This design comes from an exercise in tuning for small area, a short achievable clock period and few clock cycles per item on the open sky130 flow, not from production work.
RTL that was checked went through simulation tests only; none was proved equivalent to the original.

== main ==
==> module cipher_aes_core, before the edit <==
module cipher_aes_core (
    input  wire         clk,
    input  wire         rst,         
    input  wire         in_valid,
    output wire         in_ready,
    input  wire         in_key256,   
    input  wire [255:0] in_key,
    input  wire [127:0] in_block,
    output reg          out_valid,
    output reg  [127:0] out_block
);
    localparam integer MW = 18;    
    function [7:0] xtime(input [7:0] b);
        xtime = {b[6:0], 1'b0} ^ (b[7] ? 8'h1b : 8'h00);
    endfunction
    reg          s_valid;
    reg          s_k256;
    reg  [3:0]   s_round;    
    reg  [7:0]   s_rcon;
    reg  [127:0] s_state;
    reg  [127:0] s_ka;
    reg  [127:0] s_kb;
    reg          m_valid;
    reg          m_k256;
    reg  [3:0]   m_round;
    reg  [7:0]   m_rcon;
    reg  [16*MW-1:0] m_state;    
    reg  [4*MW-1:0]  m_kx;       
    reg  [127:0] m_ka;
    reg  [127:0] m_kb;
    wire [16*MW-1:0] s_mid;
    wire [4*MW-1:0]  s_kmid;
    genvar gi;
    generate
        for (gi = 0; gi < 16; gi = gi + 1) begin : g_top
            aes_sbox_top u_top (.a(s_state[8*gi +: 8]), .m(s_mid[MW*gi +: MW]));
        end
        for (gi = 0; gi < 4; gi = gi + 1) begin : g_ktop
            aes_sbox_top u_top (.a(s_kb[8*gi +: 8]), .m(s_kmid[MW*gi +: MW]));
        end
    endgenerate
    wire m_final = m_k256 ? (m_round == 4'd13) : (m_round == 4'd9);
    wire [31:0] kx_s;
    generate
        for (gi = 0; gi < 4; gi = gi + 1) begin : g_kbot
            aes_sbox_bot u_bot (.m(m_kx[MW*gi +: MW]), .y(kx_s[8*gi +: 8]));
        end
    endgenerate
    wire kx_rot = !m_k256 || !m_round[0];
    wire [31:0] kx_t = kx_rot ? ({kx_s[23:0], kx_s[31:24]} ^ {m_rcon, 24'h000000}) : kx_s;
    wire [127:0] kx_base = m_k256 ? m_ka : m_kb;
    wire [31:0] kx_p0 = kx_base[127:96];
    wire [31:0] kx_p1 = kx_p0 ^ kx_base[95:64];
    wire [31:0] kx_p2 = kx_p1 ^ kx_base[63:32];
    wire [31:0] kx_p3 = kx_p2 ^ kx_base[31:0];
    wire [127:0] kx_next = {kx_p0 ^ kx_t, kx_p1 ^ kx_t, kx_p2 ^ kx_t, kx_p3 ^ kx_t};
    wire [127:0] rkey = m_k256 ? m_kb : kx_next;
    wire [127:0] sub;
    generate
        for (gi = 0; gi < 16; gi = gi + 1) begin : g_bot
            aes_sbox_bot u_bot (.m(m_state[MW*gi +: MW]), .y(sub[8*gi +: 8]));
        end
    endgenerate
    wire [127:0] shifted;
    generate
        for (gi = 0; gi < 16; gi = gi + 1) begin : g_shift
            localparam integer R = gi % 4;
            localparam integer C = gi / 4;
            localparam integer SRC = 4 * ((C + R) % 4) + R;
            assign shifted[127-8*gi -: 8] = sub[127-8*SRC -: 8];
        end
    endgenerate
    wire [127:0] round_out;
    wire [127:0] final_out = shifted ^ rkey;
    generate
        for (gi = 0; gi < 4; gi = gi + 1) begin : g_mix
            wire [31:0] col = shifted[127-32*gi -: 32];
            wire [7:0] a0 = col[31:24];
            wire [7:0] a1 = col[23:16];
            wire [7:0] a2 = col[15:8];
            wire [7:0] a3 = col[7:0];
            wire [7:0] t = a0 ^ a1 ^ a2 ^ a3;
            wire [31:0] d = {t ^ xtime(a0 ^ a1), t ^ xtime(a1 ^ a2),
                             t ^ xtime(a2 ^ a3), t ^ xtime(a3 ^ a0)};
            assign round_out[127-32*gi -: 32] = final_out[127-32*gi -: 32] ^ d;
        end
    endgenerate
    reg  ready;
    assign in_ready = ready;
    wire s_final = s_k256 ? (s_round == 4'd13) : (s_round == 4'd9);
    wire slot_free_next = !s_valid || s_final;
    wire no_pass_next = ready ? (!in_valid || !in_key256)
                              : (!m_valid || m_final || !m_k256 || (m_round >= 4'd3));
    always @(posedge clk) begin
        if (rst) begin
            ready     <= 1'b1;
            s_valid   <= 1'b0;
            m_valid   <= 1'b0;
            out_valid <= 1'b0;
        end else begin
            ready     <= slot_free_next && no_pass_next;
            s_valid   <= in_ready ? in_valid : (m_valid && !m_final);
            m_valid   <= s_valid;
            out_valid <= m_valid && m_final;
        end
    end
    always @(posedge clk) begin
        m_k256  <= s_k256;
        m_round <= s_round;
        m_rcon  <= s_rcon;
        m_state <= s_mid;
        m_kx    <= s_kmid;
        m_ka    <= s_ka;
        m_kb    <= s_kb;
        out_block <= final_out;
        if (ready) begin
            s_k256  <= in_key256;
            s_round <= 4'd0;
            s_rcon  <= 8'h01;
            s_state <= in_block ^ in_key[255:128];
            s_ka    <= in_key[255:128];
            s_kb    <= in_key256 ? in_key[127:0] : in_key[255:128];
        end else begin
            s_k256  <= m_k256;
            s_round <= m_round + 4'd1;
            s_rcon  <= kx_rot ? xtime(m_rcon) : m_rcon;
            s_state <= round_out;
            s_ka    <= m_kb;
            s_kb    <= kx_next;
        end
    end
endmodule
export LEC_CHECK = 0
export CAP_MARGIN = 10
export CORE_MARGIN = 2
export CORE_UTILIZATION = 40
export PLACE_DENSITY = 0.6
export SLEW_MARGIN = 10
create_clock -name core_clock -period 8.0 [get_ports {clk}]
standard.sh (not shown) runs the stock make flow with config.mk's settings and CLKGATE_MAP_FILE= SYNTH_SCRIPT=/design/flow/synth_recipe.tcl, a recipe that flattens the netlist after the stock synthesis.
==> flow/flow/run.sh <==
#!/bin/bash
# Layout flow: the standard flow (standard.sh), except that
#  - synthesis maps the logic with the ABC script flow/abc_map.script; the
#    registers are untouched, and the flow checks that the netlist has the
#    same flip-flops (names and cell types) as the standard synthesis, and
#    uses the standard netlist if not;
#  - the make variables in flow/params.sh are added (port buffer cell,
#    repair margins).
# Each tool's output goes to a log file in the work folder.
set -uo pipefail
W=$(pwd)
RES=$W/orfs/results/$FLOW_PLATFORM/cipher_aes_core/base
source flow/params.sh

# 1. the standard synthesis, for reference
bash standard.sh synth > std_synth.log 2>&1 || exit 1
cp $RES/1_2_yosys.v $W/std_1_2_yosys.v

# 2. our synthesis, in a work area of its own
sed -e "s#@ABC_SCRIPT@#$W/flow/abc_map.script#" flow/synth.tcl > $W/my_synth.tcl
make -C $FLOW_HOME DESIGN_CONFIG=$W/config.mk WORK_HOME=$W/mysyn CLKGATE_MAP_FILE= \
     SYNTH_SCRIPT=$W/my_synth.tcl synth > my_synth.log 2>&1
MYV=$W/mysyn/results/$FLOW_PLATFORM/cipher_aes_core/base/1_2_yosys.v

# 3. same registers?
regs() { grep -oE '^ *sky130_fd_sc_hd__[a-z0-9]*(df|dl)[a-z0-9_]* +[^ ]+' "$1" | sed -E 's/_[0-9]+ +/ /; s/^ *//' | sort; }
if [[ -s $MYV ]] && cmp -s <(regs $W/std_1_2_yosys.v) <(regs $MYV); then
  echo "own synthesis: registers match, using it" > synth_choice.log
  cp $MYV $RES/1_2_yosys.v
  touch $RES/1_2_yosys.v
else
  echo "own synthesis: registers differ or missing, using the standard netlist" > synth_choice.log
fi
regs $W/std_1_2_yosys.v | wc -l >> synth_choice.log
regs $MYV | wc -l >> synth_choice.log

# 4. the rest of the standard flow
bash standard.sh "${MAKE_ARGS[@]}" finish > std_flow.log 2>&1
==> flow/flow/abc_map.script <==
strash
dc2
&get -n
&dch -f
&nf -R 1000
&put
buffer -c
topo
stime -c
upsize -c
dnsize -c
==> flow/flow/params.sh <==
MAKE_ARGS=(SETUP_SLACK_MARGIN=4.5 "BUFFER_PORTS_ARGS=-buffer_cell sky130_fd_sc_hd__buf_1" "CTS_ARGS=-sink_clustering_enable -repair_clock_nets -dont_use_dummy_load -sink_clustering_size 20 -buf_list {sky130_fd_sc_hd__clkbuf_4 sky130_fd_sc_hd__clkbuf_8}")
==> flow/flow/synth.tcl <==
proc synth {args} { yosys synth -nofsm -noshare {*}$args }
proc abc {args} {
  set i [lsearch $args -script]
  set args [lreplace $args $i [expr {$i + 1}] -script @ABC_SCRIPT@]
  yosys abc {*}$args
}
source $::env(SCRIPTS_DIR)/synth.tcl
# left out here: clear keep_hierarchy, flatten, clean up, hide names made inside functions, write 1_2_yosys.v
Testbench counts of main, summed over its fixed seeds: cycles 25,540, items 2,048.
## Diff of input files: the feature branch against main
--- a/flow/design.v
+++ b/flow/design.v
@@ -228,20 +228,26 @@
     endgenerate
     wire [127:0] round_out;
     wire [127:0] final_out = shifted ^ rkey;
     generate
         for (gi = 0; gi < 4; gi = gi + 1) begin : g_mix
             wire [31:0] col = shifted[127-32*gi -: 32];
+            wire [31:0] rk  = rkey[127-32*gi -: 32];
             wire [7:0] a0 = col[31:24];
             wire [7:0] a1 = col[23:16];
             wire [7:0] a2 = col[15:8];
             wire [7:0] a3 = col[7:0];
-            wire [7:0] t = a0 ^ a1 ^ a2 ^ a3;
-            wire [31:0] d = {t ^ xtime(a0 ^ a1), t ^ xtime(a1 ^ a2),
-                             t ^ xtime(a2 ^ a3), t ^ xtime(a3 ^ a0)};
-            assign round_out[127-32*gi -: 32] = final_out[127-32*gi -: 32] ^ d;
+            wire [7:0] p01 = a0 ^ a1;
+            wire [7:0] p12 = a1 ^ a2;
+            wire [7:0] p23 = a2 ^ a3;
+            wire [7:0] p30 = a3 ^ a0;
+            assign round_out[127-32*gi -: 32] = {
+                (p23 ^ xtime(p01)) ^ (a1 ^ rk[31:24]),
+                (p30 ^ xtime(p12)) ^ (a2 ^ rk[23:16]),
+                (p01 ^ xtime(p23)) ^ (a3 ^ rk[15:8]),
+                (p12 ^ xtime(p30)) ^ (a0 ^ rk[7:0])};
         end
     endgenerate
     reg  ready;
     assign in_ready = ready;
     wire s_final = s_k256 ? (s_round == 4'd13) : (s_round == 4'd9);
     wire slot_free_next = !s_valid || s_final;
==> notes.md <==
The area of the placeable core in main is 0.816 times that in the feature branch. Comparing instance count on the critical path for main and the feature branch, the smaller number came from the feature branch. Comparing main and the feature branch, the lower via count was measured on main. Taking main as the reference, in the feature branch met1 track demand over resource in global routing down 2.0 points, clock latency on the worst-skew pair flat, cell area up 14%. In the metrics for main and the feature branch, the one carrying the higher area of the die is the feature branch. Compared to main, the router laid down more metal wire for the feature branch. The feature branch: wire length of the first global-routing pass is 22% higher than what main reported.
For the feature branch, only the layout was checked, not whether the RTL still works.

========
## v6
Another version of the RTL of cipher_aes_core (not shown whole).
Size in the first run: roughly 6,300 cells after synthesis, about 520 I/O pins.
==> module cipher_aes_core, before the edit <==
module cipher_aes_core (
    input  wire         clk,
    input  wire         rst,         
    input  wire         in_valid,
    output wire         in_ready,
    input  wire         in_key256,   
    input  wire [255:0] in_key,
    input  wire [127:0] in_block,
    output reg          out_valid,
    output reg  [127:0] out_block
);
    localparam integer MW = 18;    
    function [7:0] xtime(input [7:0] b);
        xtime = {b[6:0], 1'b0} ^ (b[7] ? 8'h1b : 8'h00);
    endfunction
    reg          s_valid;
    reg          s_k256;
    reg  [3:0]   s_round;    
    reg  [7:0]   s_rcon;
    reg  [127:0] s_state;
    reg  [127:0] s_ka;
    reg  [127:0] s_kb;
    reg          m_valid;
    reg          m_k256;
    reg  [3:0]   m_round;
    reg  [7:0]   m_rcon;
    reg  [16*MW-1:0] m_state;    
    reg  [4*MW-1:0]  m_kx;       
    reg  [127:0] m_ka;
    reg  [127:0] m_kb;
    wire [16*MW-1:0] s_mid;
    wire [4*MW-1:0]  s_kmid;
    genvar gi;
    generate
        for (gi = 0; gi < 16; gi = gi + 1) begin : g_top
            aes_sbox_top u_top (.a(s_state[8*gi +: 8]), .m(s_mid[MW*gi +: MW]));
        end
        for (gi = 0; gi < 4; gi = gi + 1) begin : g_ktop
            aes_sbox_top u_top (.a(s_kb[8*gi +: 8]), .m(s_kmid[MW*gi +: MW]));
        end
    endgenerate
    wire m_final = m_k256 ? (m_round == 4'd13) : (m_round == 4'd9);
    wire [31:0] kx_s;
    generate
        for (gi = 0; gi < 4; gi = gi + 1) begin : g_kbot
            aes_sbox_bot u_bot (.m(m_kx[MW*gi +: MW]), .y(kx_s[8*gi +: 8]));
        end
    endgenerate
    wire kx_rot = !m_k256 || !m_round[0];
    wire [31:0] kx_t = kx_rot ? ({kx_s[23:0], kx_s[31:24]} ^ {m_rcon, 24'h000000}) : kx_s;
    wire [127:0] kx_base = m_k256 ? m_ka : m_kb;
    wire [31:0] kx_p0 = kx_base[127:96];
    wire [31:0] kx_p1 = kx_p0 ^ kx_base[95:64];
    wire [31:0] kx_p2 = kx_p1 ^ kx_base[63:32];
    wire [31:0] kx_p3 = kx_p2 ^ kx_base[31:0];
    wire [127:0] kx_next = {kx_p0 ^ kx_t, kx_p1 ^ kx_t, kx_p2 ^ kx_t, kx_p3 ^ kx_t};
    wire [31:0]  rk_rcon  = {m_rcon, 24'h000000};
    wire [127:0] rk_early = m_k256 ? m_kb : {kx_p0 ^ rk_rcon, kx_p1 ^ rk_rcon,
                                             kx_p2 ^ rk_rcon, kx_p3 ^ rk_rcon};
    wire [31:0]  rk_sub   = {kx_s[23:0], kx_s[31:24]} & {32{!m_k256}};
    wire [127:0] rkey     = rk_early ^ {4{rk_sub}};
    wire [127:0] sub;
    generate
        for (gi = 0; gi < 16; gi = gi + 1) begin : g_bot
            aes_sbox_bot u_bot (.m(m_state[MW*gi +: MW]), .y(sub[8*gi +: 8]));
        end
    endgenerate
    wire [127:0] shifted;
    generate
        for (gi = 0; gi < 16; gi = gi + 1) begin : g_shift
            localparam integer R = gi % 4;
            localparam integer C = gi / 4;
            localparam integer SRC = 4 * ((C + R) % 4) + R;
            assign shifted[127-8*gi -: 8] = sub[127-8*SRC -: 8];
        end
    endgenerate
    wire [127:0] round_out;
    generate
        for (gi = 0; gi < 4; gi = gi + 1) begin : g_mix
            wire [31:0] col = shifted[127-32*gi -: 32];
            wire [7:0] a0 = col[31:24];
            wire [7:0] a1 = col[23:16];
            wire [7:0] a2 = col[15:8];
            wire [7:0] a3 = col[7:0];
            wire [7:0] t = a0 ^ a1 ^ a2 ^ a3;
            wire [31:0] d = {t ^ xtime(a0 ^ a1), t ^ xtime(a1 ^ a2),
                             t ^ xtime(a2 ^ a3), t ^ xtime(a3 ^ a0)};
            assign round_out[127-32*gi -: 32] =
                (col ^ rkey[127-32*gi -: 32]) ^ (m_final ? 32'h00000000 : d);
        end
    endgenerate
    reg  ready;
    assign in_ready = ready;
    wire s_final = s_k256 ? (s_round == 4'd13) : (s_round == 4'd9);
    wire slot_free_next = !s_valid || s_final;
    wire no_pass_next = ready ? (!in_valid || !in_key256)
                              : (!m_valid || m_final || !m_k256 || (m_round >= 4'd3));
    always @(posedge clk) begin
        if (rst) begin
            ready     <= 1'b1;
            s_valid   <= 1'b0;
            m_valid   <= 1'b0;
            out_valid <= 1'b0;
        end else begin
            ready     <= slot_free_next && no_pass_next;
            s_valid   <= in_ready ? in_valid : (m_valid && !m_final);
            m_valid   <= s_valid;
            out_valid <= m_valid && m_final;
        end
    end
    always @(posedge clk) begin
        m_k256  <= s_k256;
        m_round <= s_round;
        m_rcon  <= s_rcon;
        m_state <= s_mid;
        m_kx    <= s_kmid;
        m_ka    <= s_ka;
        m_kb    <= s_kb;
        out_block <= round_out;
        if (ready) begin
            s_k256  <= in_key256;
            s_round <= 4'd0;
            s_rcon  <= 8'h01;
            s_state <= in_block ^ in_key[255:128];
            s_ka    <= in_key[255:128];
            s_kb    <= in_key256 ? in_key[127:0] : in_key[255:128];
        end else begin
            s_k256  <= m_k256;
            s_round <= m_round + 4'd1;
            s_rcon  <= kx_rot ? xtime(m_rcon) : m_rcon;
            s_state <= round_out;
            s_ka    <= m_kb;
            s_kb    <= kx_next;
        end
    end
endmodule
export LEC_CHECK = 0
export CAP_MARGIN = 20
export CORE_MARGIN = 2
export CORE_UTILIZATION = 40
export PLACE_DENSITY = 0.6
export SLEW_MARGIN = 20
create_clock -name core_clock -period 8.0 [get_ports {clk}]
==> flow/flow/abc_map.script <==
strash
&get -n
&fraig -x
&put
scorr
dc2
strash
&get -n
&dch -f
&nf
&put
buffer -c
topo
stime -c
upsize -c
dnsize -c
==> flow/flow/params.sh <==
MAKE_ARGS=(SETUP_SLACK_MARGIN=5 "BUFFER_PORTS_ARGS=-buffer_cell sky130_fd_sc_hd__buf_2")
Scripts as last shown in full above: flow/flow/run.sh, flow/flow/synth.tcl
v6 completed every stage of the flow, and the final layout passed the timing, design-rule and antenna checks.
[inputs] v7 vs v6
-- flow/design.v --
<<< v6, line 211
    wire [31:0] kx_p3 = kx_p2 ^ kx_base[31:0];
    wire [127:0] kx_next = {kx_p0 ^ kx_t, kx_p1 ^ kx_t, kx_p2 ^ kx_t, kx_p3 ^ kx_t};
    wire [31:0]  rk_rcon  = {m_rcon, 24'h000000};
    wire [127:0] rk_early = m_k256 ? m_kb : {kx_p0 ^ rk_rcon, kx_p1 ^ rk_rcon,
                                             kx_p2 ^ rk_rcon, kx_p3 ^ rk_rcon};
    wire [31:0]  rk_sub   = {kx_s[23:0], kx_s[31:24]} & {32{!m_k256}};
    wire [127:0] rkey     = rk_early ^ {4{rk_sub}};
    wire [127:0] sub;
    generate
>>> v7, line 211
    wire [31:0] kx_p3 = kx_p2 ^ kx_base[31:0];
    wire [127:0] kx_next = {kx_p0 ^ kx_t, kx_p1 ^ kx_t, kx_p2 ^ kx_t, kx_p3 ^ kx_t};
    wire [127:0] rkey = m_k256 ? m_kb : kx_next;
    wire [127:0] sub;
    generate
<<< v6, line 243
                             t ^ xtime(a2 ^ a3), t ^ xtime(a3 ^ a0)};
            assign round_out[127-32*gi -: 32] =
                (col ^ rkey[127-32*gi -: 32]) ^ (m_final ? 32'h00000000 : d);
        end
    endgenerate
>>> v7, line 239
                             t ^ xtime(a2 ^ a3), t ^ xtime(a3 ^ a0)};
            assign round_out[127-32*gi -: 32] =
                col ^ (m_final ? 32'h00000000 : d) ^ rkey[127-32*gi -: 32];
        end
    endgenerate
Notes after the runs:
Min post-route fraction of the period consumed by the critical path across v7 and v6: v7. On worst hold slack: between v7 and v6, it ends up higher for v6. Number of buffers created by CTS: v7 and v6 compared, higher one is v7. v6 vs v7, critical path startpoint: s_state[38]$_DFF_P_ vs s_state[95]$_DFF_P_. Largest driver fanout on the critical path for v7 is higher than for v6. On upper clock frequency limit, v7 does better than v6. v7 ended with less largest stage delay on the critical path than v6. v7 vs v6: number of post-CTS setup repair buffers up by more than 10%. The final reports for v7 and v6 show final cell area excluding filler cells lower in the former. Final cell count without fillers, v7 and v6: higher on v6. Against v6 as the reference, v7 delivers a higher initial antenna violation count. v7 vs v6, library cell contributing the largest single delay on the critical path: a221o_1 vs xnor3_2. Per the comparison of v7 with v6, non-clock buffer count shrank by 37, signal arrival time at the worst endpoint shrank by 0.05 ns, slack of the worst reg-to-reg path grew by 0.06 ns, required time at the worst-slack endpoint grew by 0.02 ns. v7 finished every step from synthesis to the final layout, and the layout passed the timing, design-rule and antenna checks.
Testbench counts of v7, summed over its fixed seeds: cycles 25,540, items 2,048.
No functional check of the RTL was part of v6.

what the ideal ports hide:
The flow's constraints put no driver on any port. The routed layouts listed below were extracted and timed again, unchanged, in two steps.
Step 1, drivers: a clkbuf_16 drives clk and a buf_2 each remaining input, both assumed.
Step 2, shift: input delay + t, output delay - t, t = (earliest + latest rising clock arrival at the registers) / 2. This alone moves slack from input paths to output paths.
Slacks: no drivers / after step 1 / after step 2; pairs: no drivers / after step 1.
| run | t, ns | setup slack, ns | clock arrival spread, ns | slew at the worst register clock pin (ns) |
|---|---|---|---|---|
| main | 0.980 | 4.528 / 4.528 / 3.974 | 0.085 / 0.085 | 0.06 / 0.06 |
| the feature branch | 0.992 | 4.448 / 4.448 / 4.357 | 0.097 / 0.097 | 0.07 / 0.07 |
| v6 | 0.863 | 4.686 / 4.686 / 4.232 | 0.043 / 0.043 | 0.07 / 0.07 |
| v7 | 0.863 | 4.745 / 4.745 / 4.175 | 0.039 / 0.039 | 0.07 / 0.07 |
After both steps every run listed still meets setup and hold. For v7, which loses most, drivers alone change the setup slack by 0.000 ns; drivers and shift together by -0.570 ns.
